This design comes from an exercise in tuning for small area and a short achievable clock period on the open sky130 flow, not from production work.
Function was checked by simulation only, so behaviour that the tests miss may differ from the original.

==> flow/design.v (outline; a module is shown in full before it is edited, if it fits) <==
// module ocosh_mdu: 1500 lines
module ocosh_mdu (
    input  wire        clk,
    input  wire        rst,
    input  wire        start,
    input  wire [4:0]  op,
    input  wire [31:0] a,
    input  wire [31:0] b,
    input  wire        ct,
    output wire        ready,
    output reg         done,
    output wire [31:0] result,
    output wire        dv,
    output wire        sat
);
  // ...
==> flow/flow/run.sh <==
#!/bin/bash
# Standard layout (the standard.sh, unchanged synthesis), with the port
# buffers made from sky130_fd_sc_hd__buf_4 instead of the cell buffer_ports
# picks by itself.
set -euo pipefail
export BUFFER_PORTS_ARGS="-buffer_cell sky130_fd_sc_hd__buf_4"
bash standard.sh > standard.log 2>&1
==> flow/standard.sh <==
#!/bin/bash
# synth_recipe.tcl (not shown) runs the flow's synth.tcl, then flattens the netlist and writes it again
# the make line also repeats each setting of config.mk as NAME=value (left out here)
make -C /OpenROAD-flow-scripts/flow DESIGN_CONFIG=/design/flow/config.mk WORK_HOME=/design/flow/orfs CLKGATE_MAP_FILE= SYNTH_SCRIPT=/design/flow/synth_recipe.tcl "${@:-finish}"
==> flow/config.mk <==
export PLATFORM = sky130hd
export DESIGN_NAME = ocosh_mdu
export DESIGN_NICKNAME = ocosh_mdu
export VERILOG_FILES = /design/flow/design.v
export SDC_FILE = /design/flow/constraint.sdc
export NUM_CORES = 4
export LEC_CHECK = 0
export ABC_AREA = 1
export CAP_MARGIN = 20
export CORE_MARGIN = 2
export CORE_UTILIZATION = 25
export PLACE_DENSITY = 0.38
export SLEW_MARGIN = 20
==> flow/constraint.sdc <==
create_clock -name core_clock -period 11.0 [get_ports {clk}]
set_input_delay 2.2000 -clock core_clock [delete_from_list [all_inputs] [get_ports {clk}]]
set_output_delay 2.2000 -clock core_clock [all_outputs]
set_load 0.01 [all_outputs]
==> summary.txt, run 1 <==
Yosys
  – Adder-Cell Fraction of Synth Area: 0.1630
  – XOR/XNOR Fraction of Synth Area: 0.1082
  – Top-count cell post-synth: nand2_1
  – Post-synthesis cell area: 31950 um2
  – Largest family of logic cells by synthesized area: simple AND/OR/NAND/NOR gates
  – YS warnings: 1

Timing
  – Setup Viol. Count Final: 0
  – Relative slew margins: 0.2845
  – Setup ws final: 3.473 ns
  – Min Clock Period, post-route: 7.527 ns

Final layout
  – Post-layout net count: 5245
  – Signal buffers share of area: 0.03572
  – Inverters: 641
  – Storage element area: 4632 um2
  – Commonest cells after routing, fill and taps aside: nand2_1, inv_1, o21ai_0, a21oi_1, nand3_1
  – Clock buffer count: 18
  – Reg with most FFs: ra
  – Fillers: 14500

Floorplanning
  – Total die area: 130700 um2
  – Die W: 361.5 um
  – Initial core utilization: 0.2512

Clock tree
  – CTS H-tree lvls: 4
  – Clk Latency, worst-skew pair: 0.57 ns
  – Root Driver: clkbuf_16

Setup path
  – Data required, critical path: 11.30 ns
  – Worst path max stage delay: 1.00 ns
  – CP Capture Type: flop
  – Crit start category: flop
  – Crit path capture: ph[11]$_DFFE_PP_

Global routing
  – Grt met3 use: 0.02880

Place
  – PortBufs: 108
  – Pre-CTS setup slack: 3.249 ns

Run status
  – Run status: no timing/DRC/antenna violations
==> run 2, diff against run 1 <==
--- a/flow/config.mk
+++ b/flow/config.mk
@@ -10,4 +10,4 @@
 export CORE_MARGIN = 2
-export CORE_UTILIZATION = 25
-export PLACE_DENSITY = 0.38
+export CORE_UTILIZATION = 36
+export PLACE_DENSITY = 0.52
 export SLEW_MARGIN = 20
==> summary.txt, run 2 <==
Run status
  – Run status: no timing/DRC/antenna violations

Yosys
  – Flop and latch count out of synthesis: 178
  – Yosys top cell by area: nand2_1
  – Synth cell count leaders: nand2_1, inv_1, o21ai_0
  – YS warnings: 1 (unchanged)
  – Area contributors post-synth: nand2_1, edfxtp_1, xor2_1
  – Synthesized net count: 5329
  – Post-synth cell types: 77
  – Synthesized instance count: 4913
  – Avg Inst Size Synth: 6.503 um2
  – Share of flip-flops with an asynchronous set or reset: 0
  – Top-count cell post-synth: nand2_1
  – Sequential-to-total area share from yosys stat: 0.1447
  – Post-synthesis cell area: 31950 um2 (unchanged)
  – Post-synth EDFFs: 106
  – Area share of the largest cell type after synthesis: 0.1235
  – Dominant synthesized flop cell: edfxtp_1

Timing
  – Setup_tns: 0 ns
  – Relative slew margins: 0.2904 (+0.005899)
  – Final Cycle Share: 0.6825
  – Setup Viol. Count Final: 0 (unchanged)
  – Final Hold Vio Count: 0
  – Fmax: 0.1332 GHz
  – Clock Skews: 0.02007 ns
  – Min Clock Period, post-route: 7.507 ns (-0.01972 ns)
  – Least-Margin Pin Slew: 1.053 ns
  – Fin. max-slew vios: 0
  – RSZ-0062 raised after global routing: no

Drt
  – Via density: 5.804
  – DRT Wirelength: 151800 um
  – Remaining antenna violation count: 0
  – DRT iter0 DRCs: 4318
  – Wire length per cell: 25.28 um
  – DRC viols: 0
  – First-pass DRT Iterations: 6
  – Vias: 34840

Place
  – Cell area after placement: 33440 um2
  – PortBufs: 108 (unchanged)
  – GPL Wtd Cong: 0.9841
  – HPWL after detailed placement: 116300 um

Floorplanning
  – DIE HEIGHT: 301.9 um
  – Floorplan row count: 109
  – Core box area: 88100 um2
  – Total die area: 91140 um2 (-30%)
  – Initial core utilization: 0.3626 (+0.1114)
  – Die W: 301.9 um (-16%)
  – I/O Pins: 109

Global routing
  – First-pass GRT wire length: 220000 um
  – Global route overflow: 0
  – GRT Overall Usage: 0.3275
  – Vias in the first global route: 32510
  – Initial antenna violation count: 3
  – Largest net degree at the start of global routing: 69

Final layout
  – Reg with most FFs: ra
  – Share of cells above drive strength 1: 0.06306
  – Final instance area: 34030 um2
  – Commonest cells after routing, fill and taps aside: nand2_1, inv_1, o21ai_0, a21oi_1, nand3_1
  – Max reg flops: 33
  – Post-layout net count: 5240 (-0.095%)
  – Most common cell after layout, fill and taps aside: nand2_1
  – Area delta synth->final: 6.525%
  – Fin util: 0.3863

Clock tree
  – TritonCTS Buffers: 17
  – Clk sink count: 178
  – Postcts setup bufs: 0
  – Post-CTS sizing: 0
  – Clk buf depth: 2
  – Root Driver: clkbuf_16
  – Reg clk slew, reported paths: 0.08 ns
  – CTS tree: built
  – CTS Hold Bufs: 0
  – Clk Latency, worst-skew pair: 0.53 ns (-0.04 ns)
  – CTS H-tree lvls: 4 (unchanged)

Setup path
  – Slowest CP cell: clkinv_1
  – Total stage count of the critical path: 34
  – Worst reg-to-reg path cell count: 34
  – Worst path bufs/invs: 4
  – Critical path arrival: 7.79 ns
  – Crit start category: flop
  – CP Capture Type: flop
  – Critical setup path kind: reg2reg
  – Crit-path max FO: 26
  – Crit path max-delay family: compound AO/OA/AOI/OAI gates
  – Worst path max stage delay: 0.85 ns (-0.15 ns)
  – Data required, critical path: 11.28 ns (-0.02 ns)
  – CP most frequent cell: nand2_1

Worst hold path
  – Hold Crit Depth: 2
  – Hold Path Class: reg2reg

Run
  – Maxcap violations: 0
## run 2: kinds of logic after synthesis
group	count (synthesis)	synth area share
compound gates	1228	0.2214
xor+xnor	394	0.1082
fa+ha+maj	343	0.1630
buf+inv	909	0.1133
flops	178	0.1447
mux	4	0.001253
simple gates	1857	0.2481
## run 2: routing by layer
metal  wire length, um  track usage  vias to the layer above
met3             13690      0.05710                      369
li1                  -            -                    16290
met1             64340       0.4420                    16380
met2             64540       0.4985                     1792
met4              9158       0.1736                        4
met5                29            0                        -
## run 2: cell type report
type	count	area, um2
Clock buffer	17	425.4
Antenna cell	1	2.502
Clock inverter	15	166.4
Sequential cell	178	4632
Fill cell	9685	54070
Multi-Input combinational cell	3826	23740
Tap cell	1165	1458
Timing Repair Buffer	160	1201
Inverter	641	2407
## run 2: worst paths after layout
kind         slack (ns)             start          endpoint
max                3.49   ra[3]$_DFFE_PP_  ph[11]$_DFFE_PP_
min                0.48  rb[6]$_SDFF_PN0_    rb[14]$_DFF_P_
max reg2reg        3.49   ra[3]$_DFFE_PP_  ph[11]$_DFFE_PP_
min reg2reg        0.48  rb[6]$_SDFF_PN0_    rb[14]$_DFF_P_
## run 2: worst min-delay path: stages, from the launching register on
cell	delay (ns)
dfxtp_1	0.30
inv_1	0.07
a21oi_1	0.06
## run 2: per-stage QoR
step           cells  hold slack, ns  setup WS (ns)
6_report        6003          0.4807          3.493
3_3_place_gp    5970          0.4607          3.530
5_1_grt         6002          0.5064          3.005
3_5_place_dp    5970          0.4728          3.451
2_1_floorplan   4913          0.4475          4.472
4_1_cts         6002          0.4792          3.744
==> run 3, diff against run 2 <==
--- a/flow/config.mk
+++ b/flow/config.mk
@@ -10,4 +10,4 @@
 export CORE_MARGIN = 2
-export CORE_UTILIZATION = 36
-export PLACE_DENSITY = 0.52
+export CORE_UTILIZATION = 32
+export PLACE_DENSITY = 0.44
 export SLEW_MARGIN = 20
==> summary.txt, run 3 <==
Global routing
  – Global route overflow: 0 (unchanged)
  – Grt peak-use layer: met2
  – Met2 usage: 0.4900 (-0.008574)
  – Grt met3 use: 0.04990 (-0.007201)
  – Vias in the first global route: 33390 (+2.7%)
  – Met1 usage: 0.4117 (-0.03028)
  – Largest net degree at the start of global routing: 84 (+22%)
  – Initial antenna violation count: 4 (+1)
  – First-pass GRT wire length: 233300 um (+6.0%)
  – GRT Overall Usage: 0.3085 (-0.01896)

Yosys
  – Dominant synthesized flop cell: edfxtp_1
  – Post-synthesis cell area: 31950 um2 (unchanged)
  – Avg Inst Size Synth: 6.503 um2 (unchanged)
  – Post-synth cell types: 77 (unchanged)
  – Synthesized instance count: 4913 (unchanged)
  – Yosys top cell by area: nand2_1
  – Flop and latch count out of synthesis: 178 (unchanged)
  – Sequential-to-total area share from yosys stat: 0.1447 (unchanged)
  – Synth cell count leaders: nand2_1, inv_1, o21ai_0
  – Post-synth EDFFs: 106 (unchanged)
  – Area contributors post-synth: nand2_1, edfxtp_1, xor2_1
  – Share of flip-flops with an asynchronous set or reset: 0 (unchanged)
  – Area share of the largest cell type after synthesis: 0.1235 (unchanged)
  – Synthesized net count: 5329 (unchanged)
  – Top-count cell post-synth: nand2_1
  – YS warnings: 1 (unchanged)

Timing
  – RSZ-0062 raised after global routing: no
  – Clock Skews: 0.01807 ns (-0.002001 ns)
  – Relative slew margins: 0.1364 (-0.1540)
  – Setup ws final: 3.453 ns (-0.03978 ns)
  – Least-Margin Pin Slew: 1.263 ns (+0.2095 ns)
  – Fin. max-slew vios: 0 (unchanged)
  – Min Clock Period, post-route: 7.547 ns (+0.03978 ns)
  – Setup Viol. Count Final: 0 (unchanged)
  – Fmax: 0.1325 GHz (-0.53%)
  – Final Hold Vio Count: 0 (unchanged)
  – Final Cycle Share: 0.6861 (+0.003616)
  – Setup_tns: 0 ns (unchanged)

Drt
  – DRT iter0 DRCs: 3645 (-16%)
  – First-pass DRT Iterations: 6 (unchanged)
  – DRC viols: 0 (unchanged)
  – Via density: 5.685 (-2.1%)
  – Remaining antenna violation count: 0 (unchanged)
  – DRT Wirelength: 160400 um (+5.7%)
  – Vias: 34820 (-0.049%)
  – Wire length per cell: 26.18 um (+3.6%)

Place
  – GPL Wtd Cong: 0.9847 (about the same)
  – HPWL after detailed placement: 125800 um (+8.1%)
  – PortBufs: 108 (unchanged)
  – Pre-CTS setup slack: 3.314 ns (-0.1378 ns)
  – # placed instances: 6093 (+2.1%)

Floorplanning
  – Core box area: 98710 um2 (+12%)
  – DIE HEIGHT: 320.0 um (+6.0%)
  – Die W: 320.0 um (+6.0%)
  – I/O Pins: 109 (unchanged)
  – Total die area: 102400 um2 (+12%)
  – Initial core utilization: 0.3237 (-0.03896)
  – Floorplan row count: 115 (+5.5%)

Final layout
  – Finished Layout Cells: 6126 (+2.0%)
  – Fin util: 0.3464 (-0.03993)
  – Fillers: 10940 (+13%)
  – Reg with most FFs: ra
  – Area delta synth->final: 7.010%
  – Most common cell after layout, fill and taps aside: nand2_1
  – Post-layout net count: 5241 (+0.019%)
  – Commonest cells after routing, fill and taps aside: nand2_1, inv_1, o21ai_0, a21oi_1, nand3_1
  – Max reg flops: 33 (unchanged)
  – Share of cells above drive strength 1: 0.06304 (about the same)

Clock tree
  – CTS Hold Bufs: 0 (unchanged)
  – Post-CTS sizing: 0 (unchanged)
  – Reg clk slew, reported paths: 0.09 ns (about the same)
  – CTS tree: built
  – TritonCTS Buffers: 17 (unchanged)
  – Clk buf depth: 2 (unchanged)
  – CTS H-tree lvls: 4 (unchanged)
  – Postcts setup bufs: 0 (unchanged)
  – Clk Latency, worst-skew pair: 0.53 ns (about the same)
  – Clk sink count: 178 (unchanged)
  – Root Driver: clkbuf_16

Setup path
  – CP Capture Type: flop
  – Crit-path max FO: 47 (+81%)
  – CP startpoint: ra[3]$_DFFE_PP_
  – Data required, critical path: 11.29 ns (about the same)
  – CP most frequent cell: nand2_1
  – Worst flop-to-flop path startpoint: ra[3]$_DFFE_PP_
  – Crit start category: flop
  – Slowest CP cell: clkinv_1
  – Critical setup path kind: reg2reg
  – Worst path max stage delay: 0.98 ns (+0.13 ns)
  – Critical path arrival: 7.83 ns (+0.04 ns)

Worst hold path
  – Hold Path Class: reg2reg
  – Worst Hold Launch: rb[7]$_SDFF_PN0_

Run status
  – Run status: no timing/DRC/antenna violations

Run
  – Maxcap violations: 0 (unchanged)
## run 3: layout make-up
class | count | area, um2 | share of cell area
timing repair buffer | 161 | 1209 | 0.03535
tap | 1287 | 1610 | 0.04710
multi-input combinational | 3826 | 23740 | 0.6945
inverter | 641 | 2407 | 0.07041
antenna | 1 | 2.502 | 0.00007320
clock inverter | 14 | 132.6 | 0.003879
sequential | 178 | 4632 | 0.1355
clock buffer | 18 | 450.4 | 0.01318
## run 3: worst paths after layout
check             cells after the start         endpoint  slack, ns
setup / recovery                     36  ph[6]$_DFFE_PP_       3.45
hold / removal                        2   rb[15]$_DFF_P_       0.47
setup reg to reg                     36  ph[6]$_DFFE_PP_       3.45
hold reg to reg                       2   rb[15]$_DFF_P_       0.47
## run 3: logic make-up after synthesis
| kind of cell | synth area share |
|---|---|
| simple gates | 0.2481 |
| fa+ha+maj | 0.1630 |
| buf+inv | 0.1133 |
| flops | 0.1447 |
| xor+xnor | 0.1082 |
| compound gates | 0.2214 |
| mux | 0.001253 |
## run 3: metrics by stage
step / hold WS [ns] / area (um2)
2_1_floorplan: 0.4475 / 31950
3_3_place_gp: 0.4671 / 33600
3_5_place_dp: 0.4692 / 33600
4_1_cts: 0.4712 / 34190
5_1_grt: 0.4940 / 34190
6_report: 0.4655 / 34190
## run 3: worst max-delay path: cells and delay by family, from the launching register on
family / cells / cell delay, ns
AOI/OAI and AO/OA: 6 / 1.42
adders and majority gates: 2 / 0.82
buffers and inverters: 8 / 2.27
DFF: 1 / 0.39
and+or+nand+nor: 20 / 2.37
## run 3: metal layers
layer / vias to the layer above / share of wire
li1: 16310 / -
met1: 16670 / 0.43
met2: 1542 / 0.45
met3: 300 / 0.079
met4: 0 / 0.048
met5: - / 0
==> run 4, diff against run 3 <==
--- a/flow/config.mk
+++ b/flow/config.mk
@@ -11,3 +11,3 @@
 export CORE_UTILIZATION = 32
-export PLACE_DENSITY = 0.44
+export PLACE_DENSITY = 0.48
 export SLEW_MARGIN = 20
==> summary.txt, run 4 <==
Timing
  – Fmax: 0.1411 GHz (+6.5%)
  – Min Clock Period, post-route: 7.088 ns (-0.4592 ns)
  – Least-Margin Pin Slew: 1.101 ns (-0.1622 ns)
  – Setup_tns: 0 ns (unchanged)
  – RSZ-0062 raised after global routing: no
  – Final Cycle Share: 0.6444 (-0.04175)
  – Final Hold Vio Count: 0 (unchanged)
  – Relative slew margins: 0.2585 (+0.1221)
  – Setup Viol. Count Final: 0 (unchanged)
  – Clock Skews: 0.01628 ns (-0.001785 ns)
  – Fin. max-slew vios: 0 (unchanged)

Floorplanning
  – Total die area: 102400 um2 (unchanged)
  – Core box area: 98710 um2 (unchanged)
  – I/O Pins: 109 (unchanged)
  – Floorplan row count: 115 (unchanged)
  – DIE HEIGHT: 320.0 um (unchanged)
  – Die W: 320.0 um (unchanged)
  – Initial core utilization: 0.3237 (unchanged)

Worst hold path
  – Hold Path Class: reg2reg
  – Worst Hold Launch: rb[9]$_DFF_P_
  – WHS Endpoint: rb[17]$_DFF_P_
  – Hold Crit Depth: 2 (unchanged)

Drt
  – DRT Wirelength: 155300 um (-3.1%)
  – Wire length per cell: 25.36 um (-3.1%)
  – DRC viols: 0 (unchanged)
  – Vias: 35200 (+1.1%)
  – First-pass DRT Iterations: 7 (+1)
  – Remaining antenna violation count: 0 (unchanged)
  – DRT iter0 DRCs: 4232 (+16%)
  – Via density: 5.747 (+1.1%)

Setup path
  – Crit-path max FO: 39 (-17%)
  – Worst path bufs/invs: 9 (+1)
  – Crit path max-delay family: simple AND/OR/NAND/NOR gates
  – Critical path arrival: 7.37 ns (-0.46 ns)
  – Data required, critical path: 11.28 ns (about the same)
  – Critical setup path kind: reg2reg
  – CP Capture Type: flop
  – Crit start category: flop
  – CP most frequent cell: nand2_1
  – Crit Reg-Reg Endpoint: ph[11]$_DFFE_PP_
  – FF-to-FF setup slack: 3.91 ns (+0.46 ns)
  – Worst flop-to-flop path startpoint: ra[3]$_DFFE_PP_
  – Worst path max stage delay: 0.60 ns (-0.38 ns)
  – Slowest CP cell: clkinv_1
  – Total stage count of the critical path: 39 (+8.3%)
  – Worst reg-to-reg path cell count: 39 (+8.3%)

Clock tree
  – CTS Hold Bufs: 0 (unchanged)
  – Clk Latency, worst-skew pair: 0.53 ns (about the same)
  – Clk sink count: 178 (unchanged)
  – CTS tree: built
  – CTS H-tree lvls: 4 (unchanged)
  – Clk buf depth: 2 (unchanged)
  – TritonCTS Buffers: 17 (unchanged)
  – Post-CTS sizing: 0 (unchanged)
  – Reg clk slew, reported paths: 0.08 ns (about the same)
  – Root Driver: clkbuf_16
  – Postcts setup bufs: 0 (unchanged)

Global routing
  – Vias in the first global route: 32790 (-1.8%)
  – GRT Overall Usage: 0.2973 (-0.01122)
  – First-pass GRT wire length: 226400 um (-3.0%)
  – Global route overflow: 0 (unchanged)
  – Initial antenna violation count: 6 (+2)
  – Largest net degree at the start of global routing: 82 (-2.4%)

Final layout
  – Area delta synth->final: 7.175%
  – Reg with most FFs: ra
  – Share of cells above drive strength 1: 0.06246 (-0.0005814)
  – Commonest cells after routing, fill and taps aside: nand2_1, inv_1, o21ai_0, a21oi_1, nand3_1
  – Post-layout net count: 5238 (-0.057%)
  – Max reg flops: 33 (unchanged)
  – Most common cell after layout, fill and taps aside: nand2_1

Yosys
  – Post-synthesis cell area: 31950 um2 (unchanged)
  – Synthesized net count: 5329 (unchanged)
  – Yosys top cell by area: nand2_1
  – Dominant synthesized flop cell: edfxtp_1
  – Top-count cell post-synth: nand2_1
  – Post-synth EDFFs: 106 (unchanged)
  – Synth cell count leaders: nand2_1, inv_1, o21ai_0
  – Area share of the largest cell type after synthesis: 0.1235 (unchanged)
  – Avg Inst Size Synth: 6.503 um2 (unchanged)
  – YS warnings: 1 (unchanged)
  – Sequential-to-total area share from yosys stat: 0.1447 (unchanged)
  – Area contributors post-synth: nand2_1, edfxtp_1, xor2_1
  – Flop and latch count out of synthesis: 178 (unchanged)
  – Synthesized instance count: 4913 (unchanged)
  – Share of flip-flops with an asynchronous set or reset: 0 (unchanged)
  – Post-synth cell types: 77 (unchanged)

Place
  – PortBufs: 108 (unchanged)
  – HPWL after detailed placement: 118800 um (-5.6%)
  – GPL Wtd Cong: 0.9813 (-0.35%)

Run status
  – Run status: no timing/DRC/antenna violations

Run
  – Maxcap violations: 0 (unchanged)
-- run 4: worst max path at each step --
stage | from | slack (ns) | end
2_1_floorplan | op[0] | 4.47 | ph[22]$_DFFE_PP_
3_3_place_gp | op[0] | 3.51 | ph[18]$_DFFE_PP_
3_5_place_dp | op[0] | 3.46 | ph[26]$_DFFE_PP_
4_1_cts | ra[3]$_DFFE_PP_ | 3.92 | ph[11]$_DFFE_PP_
5_1_grt | ra[3]$_DFFE_PP_ | 3.14 | ph[11]$_DFFE_PP_
6_report | ra[3]$_DFFE_PP_ | 3.91 | ph[11]$_DFFE_PP_
-- run 4: area by class of cell --
type | count | area (um2)
tap | 1287 | 1610
timing repair buffer | 158 | 1214
inverter | 641 | 2407
antenna | 3 | 7.507
multi-input combinational | 3826 | 23740
clock inverter | 13 | 153.9
fill | 11060 | 64470
sequential | 178 | 4632
clock buffer | 19 | 475.5
-- run 4: cell families after synthesis --
| kind of cell | synth area share |
|---|---|
| AOI/OAI and AO/OA | 0.2214 |
| xor gates and xnor gates | 0.1082 |
| adders and majority gates | 0.1630 |
| buffers and inverters | 0.1133 |
| DFF | 0.1447 |
| muxes | 0.001253 |
| and+or+nand+nor | 0.2481 |
-- run 4: worst reg2reg max path, delay by kind of cell, from the launching register on --
family	cells	cell delay [ns]
compound gates	6	1.20
simple gates	22	2.52
buf+inv	9	1.86
fa+ha+maj	2	0.90
flops	1	0.38
-- run 4: stage by stage --
stage	hold WS, ns	area [um2]	util	std cells	worst slack, ns
3_5_place_dp	0.4641	33560	0.3400	6088	3.463
4_1_cts	0.4773	34190	0.3464	6120	3.917
2_1_floorplan	0.4475	31950	-	4913	4.472
5_1_grt	0.5143	34230	0.3468	6122	3.141
3_3_place_gp	0.4595	33560	0.3400	6088	3.512
6_report	0.4824	34240	0.3469	6125	3.912
-- run 4: metal layers --
layer	global-route usage	vias to the layer above	wire (um)
li1	-	16290	-
met1	0.4088	16790	67910
met2	0.4489	1762	65900
met3	0.04977	354	13150
met4	0.1456	8	8315
met5	0	-	52

[afterwards: timing with drivers on the ports]
Ports are ideal in the flow. The routed layouts listed here were re-timed in OpenROAD. Step 1 sets driving cells, clkbuf_16 on the clock port and buf_2 on the other inputs (assumed; they add their load-dependent delay and slew). Step 2 also shifts input and output timing later by t, the mid clock arrival at the registers, as if the neighbouring blocks saw the same clock. Slacks: no drivers / after step 1 / after step 2; pairs: no drivers / after step 1.
| run | shift t [ns] | slack for setup (ns) | worst slew at a driven data input, ns | pins driven straight from the clock port |
|---|---|---|---|---|
| run 1 | 0.631 | 3.473 / 3.473 / 3.177 | 0.06 | 1 |
| run 2 | 0.588 | 3.493 / 3.493 / 3.334 | 0.04 | 1 |
| run 3 | 0.594 | 3.453 / 3.453 / 3.207 | 0.06 | 1 |
| run 4 | 0.588 | 3.912 / 3.912 / 3.413 | 0.09 | 1 |
After both steps every run listed still meets setup and hold. The setup slack of run 4, which loses most, moves by 0.000 ns with the drivers and by -0.499 ns with both steps.
